This is an optimization exercise on Yosys and OpenROAD, whose aim is small area, a short achievable clock period and few clock cycles per item, not a production implementation. For this run, only the layout was checked, not whether the RTL still works. Power figures rest on the tool's default switching activity, not on a simulated workload.

**run.sh**
```bash
#!/bin/bash
# synth_recipe.tcl (not shown) runs the flow's synth.tcl, then flattens the netlist and writes it again
# the make line also repeats each setting of config.mk as NAME=value (left out here)
make -C /OpenROAD-flow-scripts/flow DESIGN_CONFIG=/design/flow/config.mk WORK_HOME=/design/flow/orfs CLKGATE_MAP_FILE= SYNTH_SCRIPT=/design/flow/synth_recipe.tcl finish
```
**config.mk**
```make
export PLATFORM = sky130hd
export DESIGN_NAME = mbcq_enc
export DESIGN_NICKNAME = mbcq_enc
export VERILOG_FILES = /design/flow/design.v
export SDC_FILE = /design/flow/constraint.sdc
export NUM_CORES = 4
export LEC_CHECK = 0
export CAP_MARGIN = 20
export CORE_MARGIN = 2
export CORE_UTILIZATION = 35
export PLACE_DENSITY = 0.5
export SLEW_MARGIN = 20
```
**constraint.sdc**
```tcl
create_clock -name core_clock -period 16.0 [get_ports {clk}]
set_input_delay 3.2000 -clock core_clock [delete_from_list [all_inputs] [get_ports {clk}]]
set_output_delay 3.2000 -clock core_clock [all_outputs]
set_load 0.01 [all_outputs]
```
**design.v**
```verilog
module mbcq_enc (
    input  wire        clk,
    input  wire        rst,         
    input  wire        in_valid,
    output wire        in_ready,
    input  wire        in_last,     
    input  wire [1:0]  in_fmt,      
    input  wire [1:0]  in_k,        
    input  wire [31:0] in_elem,     
    output wire        out_valid,
    input  wire        out_ready,
    output wire        out_hdr,     
    output wire        out_last,    
    output wire [15:0] out_data
);
    localparam S_COLLECT = 2'd0, S_HDR = 2'd1, S_CODES = 2'd2;
    function automatic [31:0] to_fp32;
        input [31:0] v;
        input [1:0]  f;
        reg   [4:0]  p;
        reg   [9:0]  m;
        integer      i;
        begin
            case (f)
                2'd1: to_fp32 = {v[15:0], 16'h0000};
                2'd2: begin
                    m = v[9:0];
                    if (v[14:10] == 5'd31)
                        to_fp32 = {v[15], 8'hFF, m, 13'h0};
                    else if (v[14:10] != 5'd0)
                        to_fp32 = {v[15], {3'b000, v[14:10]} + 8'd112, m, 13'h0};
                    else if (m == 10'd0)
                        to_fp32 = {v[15], 31'h0};
                    else begin
                        p = 5'd0;
                        for (i = 0; i < 10; i = i + 1)
                            if (m[i]) p = i[4:0];
                        to_fp32 = {v[15], 8'd103 + {3'b000, p}, ({m, 13'h0} << (5'd10 - p)) & 23'h7F_FFFF};
                    end
                end
                default: to_fp32 = v;
            endcase
        end
    endfunction
    wire [31:0] x_in   = to_fp32(in_elem, in_fmt);
    wire [7:0]  xi_e   = x_in[30:23];
    wire        xi_spc = (xi_e == 8'hFF);                      
    wire        xi_nz  = !xi_spc && (x_in[30:0] != 31'd0);     
    reg  [4:0]        lead;
    reg  signed [8:0] xi_log;
    integer j;
    always @(*) begin
        lead = 5'd0;
        for (j = 0; j < 23; j = j + 1)
            if (x_in[j]) lead = j[4:0];
        if (xi_e != 8'd0)
            xi_log = $signed({1'b0, xi_e}) - 9'sd127;
        else
            xi_log = $signed({4'b0000, lead}) - 9'sd149;
    end
    reg [1:0]  state;
    reg [31:0] buffer [0:31];
    reg [5:0]  count;        
    reg [4:0]  idx;          
    reg [1:0]  k_sel;
    reg        esc;          
    reg        any_nz;       
    reg signed [8:0] emax;
    wire take = in_valid && in_ready;
    wire give = out_valid && out_ready;
    assign in_ready  = (state == S_COLLECT);
    assign out_valid = (state == S_HDR) || (state == S_CODES);
    assign out_hdr   = (state == S_HDR);
    assign out_last  = (state == S_CODES) && ({1'b0, idx} == count - 6'd1);
    always @(posedge clk) begin
        if (rst) begin
            state  <= S_COLLECT;
            count  <= 6'd0;
            idx    <= 5'd0;
            esc    <= 1'b0;
            any_nz <= 1'b0;
        end else begin
            case (state)
                S_COLLECT: if (take) begin
                    buffer[count[4:0]] <= x_in;
                    if (count == 6'd0) k_sel <= in_k;
                    if (xi_spc) esc <= 1'b1;
                    if (xi_nz) begin
                        any_nz <= 1'b1;
                        if (!any_nz || xi_log > emax) emax <= xi_log;
                    end
                    count <= count + 6'd1;
                    if (in_last || count == 6'd31) state <= S_HDR;
                end
                S_HDR: if (give) begin
                    idx   <= 5'd0;
                    state <= S_CODES;
                end
                default: if (give) begin
                    if (out_last) begin
                        state  <= S_COLLECT;
                        count  <= 6'd0;
                        esc    <= 1'b0;
                        any_nz <= 1'b0;
                    end else
                        idx <= idx + 5'd1;
                end
            endcase
        end
    end
    wire signed [8:0] blk_e  = any_nz ? emax : 9'sd0;
    wire [15:0]       header = {esc, 6'b000000, blk_e};
    reg  [4:0]  kk;                      
    always @(*) begin
        case (k_sel)
            2'd0:    kk = 5'd8;
            2'd1:    kk = 5'd12;
            default: kk = 5'd16;
        endcase
    end
    wire [31:0] x    = buffer[idx];
    wire        xs   = x[31];
    wire [7:0]  xe   = x[30:23];
    wire [23:0] sig  = {xe != 8'd0, x[22:0]};
    wire [7:0]  xe_eff = (xe == 8'd0) ? 8'd1 : xe;
    wire signed [11:0] r = $signed({{3{blk_e[8]}}, blk_e}) - $signed({7'b0, kk})
                         + 12'sd152 + $signed({11'b0, esc}) - $signed({4'b0, xe_eff});
    wire signed [11:0] r14 = r + 12'sd14;
    wire [6:0]  rc   = (r14 > 12'sd60) ? 7'd60 : r14[6:0];
    wire [77:0] sh   = {sig, 14'h0, 40'h0} >> rc;
    wire [37:0] q    = sh[77:40];
    wire        g    = sh[39];
    wire        st   = |sh[38:0];
    wire [38:0] mr   = {1'b0, q} + {38'h0, g & (st | q[0])};
    wire [15:0] lim  = esc ? ((16'd1 << (kk - 5'd2)) - 16'd1) : ((16'd1 << (kk - 5'd1)) - 16'd1);
    wire [15:0] mag  = (mr > {23'h0, lim}) ? lim : mr[15:0];
    wire [15:0] kmask = (16'd1 << kk) - 16'd1;    
    reg [15:0] code;
    always @(*) begin
        if (xe == 8'hFF) begin
            if (x[22:0] != 23'h0)
                code = 16'd1 << (kk - 5'd1);                            
            else if (xs)
                code = (16'd1 << (kk - 5'd1)) + 16'd1;                  
            else
                code = (16'd1 << (kk - 5'd1)) - 16'd1;                  
        end else
            code = (xs ? (16'd0 - mag) : mag) & kmask;
    end
    assign out_data = (state == S_HDR) ? header : code;
endmodule
```
==> key figures <==
Detailed routing
  • Number of DRC markers in iteration 0: 3573
  • Via Count: 31.2k
  • TritonRoute pass-1 iters: 9
  • Routed len/inst: 29.5 um
  • DRC violations left: 0
  • Antenna Nets Post-Route: 0
  • Vias per inst: 5.84
  • Routed wire length: 158000 um

GRT
  • Number of global-route vias before repair: 30.1k
  • Largest net degree at the start of global routing: 90
  • Initial antenna violation count: 1
  • First-pass GRT wire length: 226000 um
  • GR Util All Layers: 0.220
  • GR Overflow Total: 0

Synthesis
  • Unique masters post-synth: roughly 100
  • Synthesized cell area: roughly 49000 um2
  • Synth top area share: 0.637
  • Area contributors post-synth: edfxtp_1 64%, mux2i_1 7.5%, mux4_2 5.5%
  • Syn Inst Count: between 3k and 4k
  • EDFF count, synth: between 1k and 1.5k
  • Register area share after synthesis: 0.646
  • Asr flop ratio synth: 0
  • Yosys reg bits: roughly 1.1k
  • Syn avg cell area: 14.8 um2
  • Synth area leader: edfxtp_1
  • Top FF cell, synth: edfxtp_1
  • Yosys warning count: 1

Timing
  • Max-slew violations: 0
  • Worst slew margin: 0.241
  • Min Hold Slack: slightly below 0.6 ns
  • Clock Skew: 0.0342 ns
  • Final setup vio count: 0
  • Final worst path period share: 0.954
  • RSZ-0062 raised after global routing: false
  • Peak Freq: 65.5 MHz
  • Final worst setup slack: 0.735 ns
  • Final Critical Period: 15.26 ns
  • TNS Setup: 0 ns
  • Final hold violations: 0
  • Slew @ Worst Pin: about 1.1 ns

Die
  • DIE WIDTH: between 300 and 400 um
  • Num ports: 61
  • Initial Utilization: 0.354
  • Die area: between 100000 and 150000 um2
  • Height of the die: ~380 um
  • Core Area: 138000 um2
  • Row Count: 136

Clocking
  • TritonCTS clock tree: done
  • CTS max path bufs: 3
  • Clk sinks: about 1.1k
  • Clock latency on the worst-skew pair: 0.71 ns
  • CTS buffer count: 110
  • Root Buffer: clkbuf_16
  • CTS H-tree lvls: 3
  • Reg clk slew, reported paths: about 0.06 ns
  • CTS Hold Bufs: 0

Min path
  • Hold Path Depth: 2
  • HP Class: register to register

Setup path
  • Critical path arrival: between 10 and 15 ns
  • WS Path Type: register to primary output
  • Reg2reg path depth: 7
  • Levels on crit path: 48
  • CP top delay family: compound AO/OA/AOI/OAI gates
  • Startpoint Class: register
  • Largest stage delay, worst path: 0.61 ns
  • Data required time of the worst path: 12.80 ns
  • Crit Path Max Fanout: 15
  • Number of buffers and inverters on the critical path: 10
  • Critical-path top delay cell: clkdlybuf4s50_1
  • CP Capture Type: primary output

Cells and area
  • Design Area, Final: 56500 um2
  • Final #Nets: 3568
  • Synth-to-Final Area Change: 16.0%
  • Layout cells sized above 1: 0.182
  • Finished Layout Cells: ~5.4k

Placed design
  • Buffers on Ports: 60
  • Hpwl dp: between 90000 and 100000 um
  • Placed cells: 5124
  • Place WS: 0.120 ns
  • RD Place Congestion: 0.951
  • Area after DPL: around 52000 um2

Run status
  • Status: finished clean

Flow run
  • Max cap viols: 0

Pwr
  • Lkg Pwr: roughly 0.018 uW
  • Worst VDD drop: 153 uV
  • P per Cell Area: 170 nW/um2
-- per-stage QoR --
stage | power (uW) | util
final | 9590 | 0.410
after global routing | 9980 | 0.410
after CTS | 9370 | 0.407
after detailed placement | 6640 | 0.379
after global placement | 6680 | 0.379
after floorplan | 5330 | -
-- cells in the mapped netlist, drive strengths merged, types with 7 or more instances --
master   count
nand2      160
or2          9
ha          59
dfxtp       20
mux2i      364
a21oi      146
and3        17
a221oi       8
o221ai       9
nor4        24
a22oi      161
nand2b      21
a32oi        8
xor2        20
buf        101
nor3        64
a211oi      28
o21a         9
o22ai       24
and2        19
mux4       120
xnor2       20
nor2       194
clkbuf      82
a31oi       23
o21ai       95
nand3       76
o2111ai      7
or3         13
o311ai       7
mux2        14
o31ai       20
a21boi       7
nand4       30
or4         11
edfxtp    1035
o211ai      20
a21o        17
inv         80
a22o        15
nor2b       17
-- cell usage in the layout, fill, tap and decap left out, types with 14 or more instances in the layout --
master and count:
edfxtp_1 1035, mux2i_1 357, a22oi_1 160, buf_4 160, nand2_1 158, nor2_1 153, a21oi_1 138, mux4_2 120
clkbuf_16 114, inv_1 79, o21ai_0 78, nand3_1 75, clkdlybuf4s50_1 59, nor3_1 57, ha_1 57, nor2_4 35
clkinv_1 33, nand4_1 28, clkinv_2 27, o22ai_1 24, nand2b_1 21, a211oi_1 21, xnor2_1 20, a31oi_1 20
o211ai_1 20, bufinv_16 19, xor2_1 18, o31ai_1 17, a21o_1 16, and3_1 15, dfxtp_1 15, mux2_2 14
nor2b_1 14, nor4_1 14
-- path summary, 6_finish.rpt --
kind	start	endpoint	slack, ns
worst max-delay path	register	out_data[6]	0.74
worst min-delay path	state[0]$_SDFFE_PP0P_	state[0]$_SDFFE_PP0P_	0.58
worst max register to register	state[1]$_SDFFE_PP0P_	buffer[28][11]$_DFFE_PP_	12.48
worst min register to register	state[0]$_SDFFE_PP0P_	state[0]$_SDFFE_PP0P_	0.58
-- worst register-to-register path, delay by kind of cell (launching register included) --
| kind | cells | cell delay [ns] |
|---|---|---|
| flops | 1 | 0.36 |
| simple gates | 4 | 1.42 |
| buf+inv | 2 | 0.86 |
| fa+ha+maj | 1 | 0.44 |
-- registers in the layout, indices dropped and copies added, names as in the netlist, named ones only --
name / count
buffer: 1024
emax: 9
count: 6
idx: 5
k_sel: 2
state: 2
any_nz: 1
esc: 1
-- cell families after synthesis --
group	synth area share
adder cells (fa/ha/maj)	0.0176
AO/OA/AOI/OAI	0.0952
multiplexers	0.133
flip-flops	0.646
XOR/XNOR	0.00718
other	0.000154
AND/OR/NAND/NOR	0.0719
buffers and inverters	0.0290
-- layer usage --
metal / vias to the layer above / GRT usage / wire (um)
li1: 13500 / - / -
met1: 16200 / 0.325 / 71800
met2: 1268 / 0.342 / 72400
met3: 259 / 0.0290 / 10100
met4: 0 / 0.0523 / 3830
met5: - / 0 / 0
-- timing repair --
action	CTS	global route
pin swaps	1	15
gates resized for setup	19	49
setup endpoints to repair	5	6
gates cloned	1	3
buffers inserted	5	11
-- area by class of cell --
type / instances / area (um2)
tap: 1794 / 2240
clock inverter: 85 / 973
timing repair buffer: 236 / 2090
antenna: 1 / 2.50
inverter: 85 / 319
fill: 12600 / 81300
clock buffer: 123 / 2840
sequential: 1055 / 31500
multi-input combinational: 1974 / 16600
-- power by group --
part / switching, uW / internal, uW / leakage, uW
Clock: 1100 / 1590 / 0.00187
Combinational: 2380 / 1410 / 0.00632
Sequential: 17.1 / 3100 / 0.00952
Total: 3500 / 6100 / 0.0177

[static timing again, ports no longer ideal]
How much do the figures lean on ideal ports? The routed layout below was timed once more, with nothing changed but the port constraints. Step 1 (the two cells are an assumption about what drives the block):
set clk [get_ports {clk}]
set_driving_cell -lib_cell sky130_fd_sc_hd__clkbuf_16 $clk
set_driving_cell -lib_cell sky130_fd_sc_hd__buf_2 [delete_from_list [all_inputs] $clk]
Step 2 times the ports against the registers' clock, not the clock port: input delays grow and output delays shrink by t, the midpoint of the rising clock arrivals with the driver on. Slacks: ideal / step 1 / step 2; pairs: ideal / step 1.
shift t [ns]: 0.753
slack for setup (ns): 0.735 / 0.664 / 1.417
cell pins on the clock port's net: 1
After both steps setup and hold are still met in this run. For this run, drivers alone change the setup slack by -0.071 ns; drivers and shift together by +0.682 ns.
